What follows belongs to an exercise in optimizing a design on an open flow for small area; a production flow would make more cautious choices.
Only simulation tests tie the RTL to the original design; equivalence was not proved.
Power and IR drop assume default switching activity.

**flow/run.sh**
```bash
#!/bin/bash
# synth_recipe.tcl (not shown) runs the flow's synth.tcl, then flattens the netlist and writes it again
# the make line also repeats each setting of config.mk as NAME=value (left out here)
make -C /OpenROAD-flow-scripts/flow DESIGN_CONFIG=/design/flow/config.mk WORK_HOME=/design/flow/orfs CLKGATE_MAP_FILE= SYNTH_SCRIPT=/design/flow/synth_recipe.tcl finish
```
**flow/config.mk**
```make
export PLATFORM = sky130hd
export DESIGN_NAME = tense_check
export DESIGN_NICKNAME = tense_check
export VERILOG_FILES = /design/flow/design.v
export SDC_FILE = /design/flow/constraint.sdc
export NUM_CORES = 4
export LEC_CHECK = 0
export CAP_MARGIN = 20
export CORE_MARGIN = 2
export CORE_UTILIZATION = 40
export SLEW_MARGIN = 20
```
**flow/constraint.sdc**
```tcl
create_clock -name core_clock -period 15.0 [get_ports {clk}]
set_input_delay 3.0000 -clock core_clock [delete_from_list [all_inputs] [get_ports {clk}]]
set_output_delay 3.0000 -clock core_clock [all_outputs]
set_load 0.01 [all_outputs]
```
**flow/design.v**
```verilog
module tense_edges_ok (
    input  wire [31:0] period,
    input  wire        rz,         
    input  wire [31:0] drv_on,
    input  wire [31:0] data,
    input  wire [31:0] ret,
    input  wire [31:0] drv_off,
    input  wire [31:0] stb_open,
    input  wire [31:0] stb_close,
    input  wire [23:0] shift,      
    output wire        ok
);
    wire signed [35:0] s   = {{12{shift[23]}}, shift};
    wire signed [35:0] p   = {4'd0, period};
    wire signed [35:0] p4  = {2'd0, period, 2'b00};
    wire signed [35:0] on  = $signed({4'd0, drv_on})    + s;
    wire signed [35:0] da  = $signed({4'd0, data})      + s;
    wire signed [35:0] rt  = $signed({4'd0, ret})       + s;
    wire signed [35:0] off = $signed({4'd0, drv_off})   + s;
    wire signed [35:0] so  = $signed({4'd0, stb_open})  + s;
    wire signed [35:0] sc  = $signed({4'd0, stb_close}) + s;
    wire neg = on < 0 || da < 0 || off < 0 || so < 0 || sc < 0 || (rz && rt < 0);
    wire r2 = on <= da && da < p && off < p;
    wire r3 = !rz || (da < rt && rt < p);
    wire r4 = so <= sc && so < p4 && (sc - so) < p;
    assign ok = !neg && r2 && r3 && r4;
endmodule
module tense_check (
    input  wire        clk,
    input  wire        rst,         
    input  wire        in_valid,
    input  wire        s16,         
    input  wire [63:0] item0,
    input  wire [63:0] item1,
    input  wire [63:0] item2,
    input  wire [63:0] item3,
    input  wire [63:0] item4,
    input  wire [63:0] item5,
    output reg         out_valid,
    output reg         tense_valid,
    output reg         base_bad,
    output reg  [3:0]  u_bad
);
    reg        v_q;
    reg        s16_q;
    reg [63:0] it0, it1, it2, it3, it4, it5;
    always @(posedge clk) begin
        if (rst) v_q <= 1'b0;
        else     v_q <= in_valid;
        if (in_valid) begin
            s16_q <= s16;
            it0 <= item0;
            it1 <= item1;
            it2 <= item2;
            it3 <= item3;
            it4 <= item4;
            it5 <= item5;
        end
    end
    wire [1:0]  format    = it0[33:32];
    wire [31:0] period    = it0[31:0];
    wire [31:0] data      = it1[63:32];
    wire [31:0] drv_on    = it1[31:0];
    wire [31:0] drv_off   = it2[63:32];
    wire [31:0] ret       = it2[31:0];
    wire [31:0] stb_close = it3[63:32];
    wire [31:0] stb_open  = it3[31:0];
    wire [31:0] udef [0:3];
    assign udef[0] = it4[31:0];
    assign udef[1] = it4[63:32];
    assign udef[2] = it5[31:0];
    assign udef[3] = it5[63:32];
    wire rz = format != 2'b00;
    wire [31:0] min_period = s16_q ? 32'd4096 : 32'd2048;
    wire r1 = period >= min_period;
    wire base_ok;
    tense_edges_ok u_base (
        .period(period), .rz(rz),
        .drv_on(drv_on), .data(data), .ret(ret), .drv_off(drv_off),
        .stb_open(stb_open), .stb_close(stb_close),
        .shift(24'd0), .ok(base_ok)
    );
    wire [3:0] u_ok;
    genvar k;
    generate
        for (k = 0; k < 4; k = k + 1) begin : g_u
            wire edges_ok;
            tense_edges_ok u_edges (
                .period(period), .rz(rz),
                .drv_on(drv_on), .data(data), .ret(ret), .drv_off(drv_off),
                .stb_open(stb_open), .stb_close(stb_close),
                .shift(udef[k][23:0]), .ok(edges_ok)
            );
            wire def_ok = udef[k][31:28] <= 4'hB && udef[k][27:24] == 4'h0;
            assign u_ok[k] = def_ok && edges_ok;
        end
    endgenerate
    wire       base_bad_c = !(r1 && base_ok);
    wire [3:0] u_bad_c    = ~u_ok;
    always @(posedge clk) begin
        if (rst) out_valid <= 1'b0;
        else     out_valid <= v_q;
        tense_valid <= !base_bad_c && (u_bad_c == 4'b0000);
        base_bad    <= base_bad_c;
        u_bad       <= u_bad_c;
    end
endmodule
```
==> notes.md <==
-- how the worst max path moves through the flow --
stage           start          end  slack [ps]
2_1_floorplan  it4[1]  tense_valid        7850
3_3_place_gp   it1[1]  tense_valid        5540
3_5_place_dp   it1[1]  tense_valid        5480
4_1_cts        it1[1]  tense_valid        5440
5_1_grt        it1[1]  tense_valid        5150
6_report       it1[1]  tense_valid        5560
-- Yosys cell counts (all sizes together), types with 29 or more instances --
cell type	number
nor2b	216
a2111oi	35
nor4	53
xor2	262
nand2b	204
and3	86
o211ai	65
nor3	164
a21boi	29
a211oi	127
fa	29
a31oi	97
nand4	204
nor2	542
inv	765
o21ai	571
nand2	376
a21o	616
o2111ai	32
xnor2	586
o21a	164
or2	47
a21oi	1005
and4	29
clkbuf	32
o31ai	40
o21bai	156
nand3	192
and2	57
or3	37
edfxtp	347
ha	2063
a211o	43
-- cell type report --
cell class	count	area [um2]	share of cell area [%]
Sequential cell	355	10600	11.8
Inverter	766	2880	3.22
Clock buffer	51	1140	1.27
Timing Repair Buffer	475	4470	5.01
Tap cell	2656	3320	3.72
Antenna cell	4	10.0	0.0112
Multi-Input combinational cell	8462	66600	74.6
Clock inverter	30	317	0.354
-- metrics by stage --
stage / cells / setup slack [ps] / area [um2] / hold slack (ps) / util (%)
2_1_floorplan: 9619 / 7850 / 80200 / 414 / -
3_3_place_gp: 12700 / 5540 / 87800 / 422 / 44.0
3_5_place_dp: 12700 / 5480 / 87800 / 426 / 44.0
4_1_cts: 12800 / 5440 / 89300 / 448 / 44.8
5_1_grt: 12800 / 5150 / 89300 / 460 / 44.8
6_report: 12800 / 5560 / 89300 / 441 / 44.8
-- where the power goes --
| group | total [W] | internal [W] | switching (W) |
|---|---|---|---|
| Sequential | 0.00143 | 0.00118 | 0.000249 |
| Combinational | 0.00864 | 0.00365 | 0.00499 |
| Clock | 0.00114 | 0.000622 | 0.000515 |
-- placed cells by master (no fill, tap or decap), types with 260 or more instances in the layout --
cell type,Yosys,layout
a21o_1,616,616
a21oi_1,1004,1004
clkdlybuf4s50_1,0,355
edfxtp_1,347,347
ha_1,2063,2063
inv_1,764,764
nand2_1,376,376
nor2_1,542,542
o21ai_0,562,561
xnor2_1,586,586
xor2_1,260,260
-- flip-flops by register name (all words and copies together) (netlist names) --
signal	count
tense_valid	1
it5	60
it1	64
it0	34
it3	64
out_valid	1
base_bad	1
it2	64
it4	60
v_q	1
u_bad	4
s16_q	1
-- routing by layer --
| layer | vias up | share of wire (%) | wire, um |
|---|---|---|---|
| li1 | 37200 | - | - |
| met4 | 4 | 7.4 | 24100 |
| met3 | 706 | 5.4 | 17500 |
| met2 | 2339 | 47 | 154000 |
| met1 | 37200 | 40 | 130000 |
| met5 | - | 0.0074 | 24 |
-- worst max-delay path: cells and delay by family, from the launching register on --
kind	cells	cell delay, ps
flops	1	790
simple gates	10	3220
buf+inv	1	250
fa+ha+maj	2	670
xor+xnor	1	120
compound gates	14	4260
-- cells by family (layout without fill, tap and decap cells) --
group | after synthesis | after routing
other | 0 | 4
DFF | 355 | 355
muxes | 12 | 12
buffers and inverters | 802 | 1322
AOI/OAI and AO/OA | 3222 | 3222
and+or+nand+nor | 2284 | 2284
adders and majority gates | 2092 | 2092
xor gates and xnor gates | 852 | 852
==> flow_summary.json <==
{
  "cts_buffers": 44,
  "synth_simple_gate_area_share_pct": 14.7,
  "synth_edf_count": 347,
  "die-area_mm2": 0.204,
  "routed_wl_um": 326000,
  "place.gp.congestion": 0.994,
  "grt_use_met3_pct": 3.02,
  "initial_core_util_pct": 40.2,
  "powerDensity_mw_per_mm2": 125,
  "fp.dieH_um": 452,
  "nets": 12600,
  "synth_cell_types": 99,
  "path_clk_slew_ps": 60,
  "synth-seq-cells": 355,
  "synth_compound_area_share_pct": 25.8,
  "status": "no timing/DRC/antenna violations",
  "antenna_found_initial": 25,
  "grt_pass1_wl_um": 471000,
  "firstDrtPassIters": 8,
  "grt_busiest_layer": "met2",
  "synth_seq_area_share_pct": 13.2,
  "critical_path_required_ps": 15580,
  "areaGrowthSynthToFinish_pct": 11.4,
  "ios": 395,
  "io_buffers": 356,
  "route.detailed.drc": 0,
  "avgSynthCellArea_um2": 8.33,
  "place_hpwl_um": 274000,
  "hold_path_depth": 1,
  "crit_slowest_cell": "nor4_2",
  "via_per_inst": 6.05,
  "clk_latency_ps": 700,
  "fin_tns_setup_ps": 0,
  "critical_path_class": "flip-flop to flip-flop",
  "die_width_um": 452,
  "cp-start-kind": "flip-flop",
  "num_rows": 164,
  "slowest_delay_ps": 910,
  "period_needed_ps": 9440,
  "cts_setup_buffers": 0,
  "synth_xor_area_share_pct": 9.41,
  "synthArstFlopShare_pct": 0,
  "endpoint_kind": "flip-flop",
  "antenna_left": 0,
  "ys.warnings.count": 1,
  "max_freq_mhz": 106,
  "netlist_area_mm2": 0.0802,
  "clockBufferDepth": 3,
  "synthAdderAreaFrac_pct": 32.9,
  "clock_skew_ps": 45.8,
  "wl_per_cell_um": 25.4,
  "yosys.area.top_type_share_pct": 32.2,
  "drive_above_1_share_pct": 2.96,
  "cts_root_buffer": "clkbuf_16",
  "fill_cells": 19700,
  "synth_top_area_cell": "ha_1",
  "synth-main-ff-cell": "edfxtp_1",
  "postSynthCellCount": 9619,
  "hold_path.class": "flip-flop to flip-flop",
  "peakVddDrop_v": 0.000143,
  "muxShareOfSynthArea_pct": 0.156,
  "syn_nets": 12100,
  "hp-start": "v_q",
  "finalSetupViolations": 0,
  "synth_area_leaders": "ha_1 (32%), edfxtp_1 (13%), xnor2_1 (6.4%)",
  "cts_hold_buf": 0,
  "coreArea_mm2": 0.199,
  "arrival_ps": 10020,
  "grt_use_total_pct": 30.8,
  "leakagePower_nw": 42.7,
  "drtIter0Drc": 5849,
  "use_met2_pct": 53.8,
  "hold_end": "out_valid",
  "r2r_cells": 28,
  "fin_crit_sh_pct": 62.9,
  "overflow": 0,
  "timing.rr.start": "it1[1]",
  "hold_violations": 0,
  "crit_fanout": 9,
  "tightest_slew_ps": 1180,
  "rsz0062_at_grt": "false",
  "total_power_w": 0.0112,
  "slew_headroom_pct": 19.1,
  "grtUsageMet1_pct": 35.9,
  "htree_levels": 2,
  "maxCapViolCount": 0,
  "cts_tree": "yes",
  "synth_top_family_by_area": "adder cells",
  "cts.sinks": 355,
  "timing.rr.end": "tense_valid",
  "worst-r2r-setup-slack_ps": 5560,
  "drv_slew": 0,
  "cts-resized-gates": 0,
  "vias": 77500,
  "grt_pass1_vias": 78100,
  "grt_max_degree": 76
}

[afterwards: timing with drivers on the ports]
The flow's constraints put no driver on any port. The routed layout listed below was extracted and timed again, unchanged, in two steps. Step 1: set_driving_cell puts a clkbuf_16 on clk and a buf_2 on each other input, an assumption about the parent block. Step 2 moves the port delays by t, midway between the first and last clock arrival at a register: inputs arrive t later, outputs are due t later. That takes back most of the time a late clock gives input paths. Slacks: ideal / step 1 / step 2; pairs: ideal / step 1.
shift t [ns]: 0.770
setup WS [ns]: 5.562 / 5.562 / 5.562
slew at the worst register clock pin (ns): 0.08 / 0.08
After both steps this run still meets setup and hold. For this run, drivers alone change the setup slack by 0.000 ns; drivers and shift together by 0.000 ns.
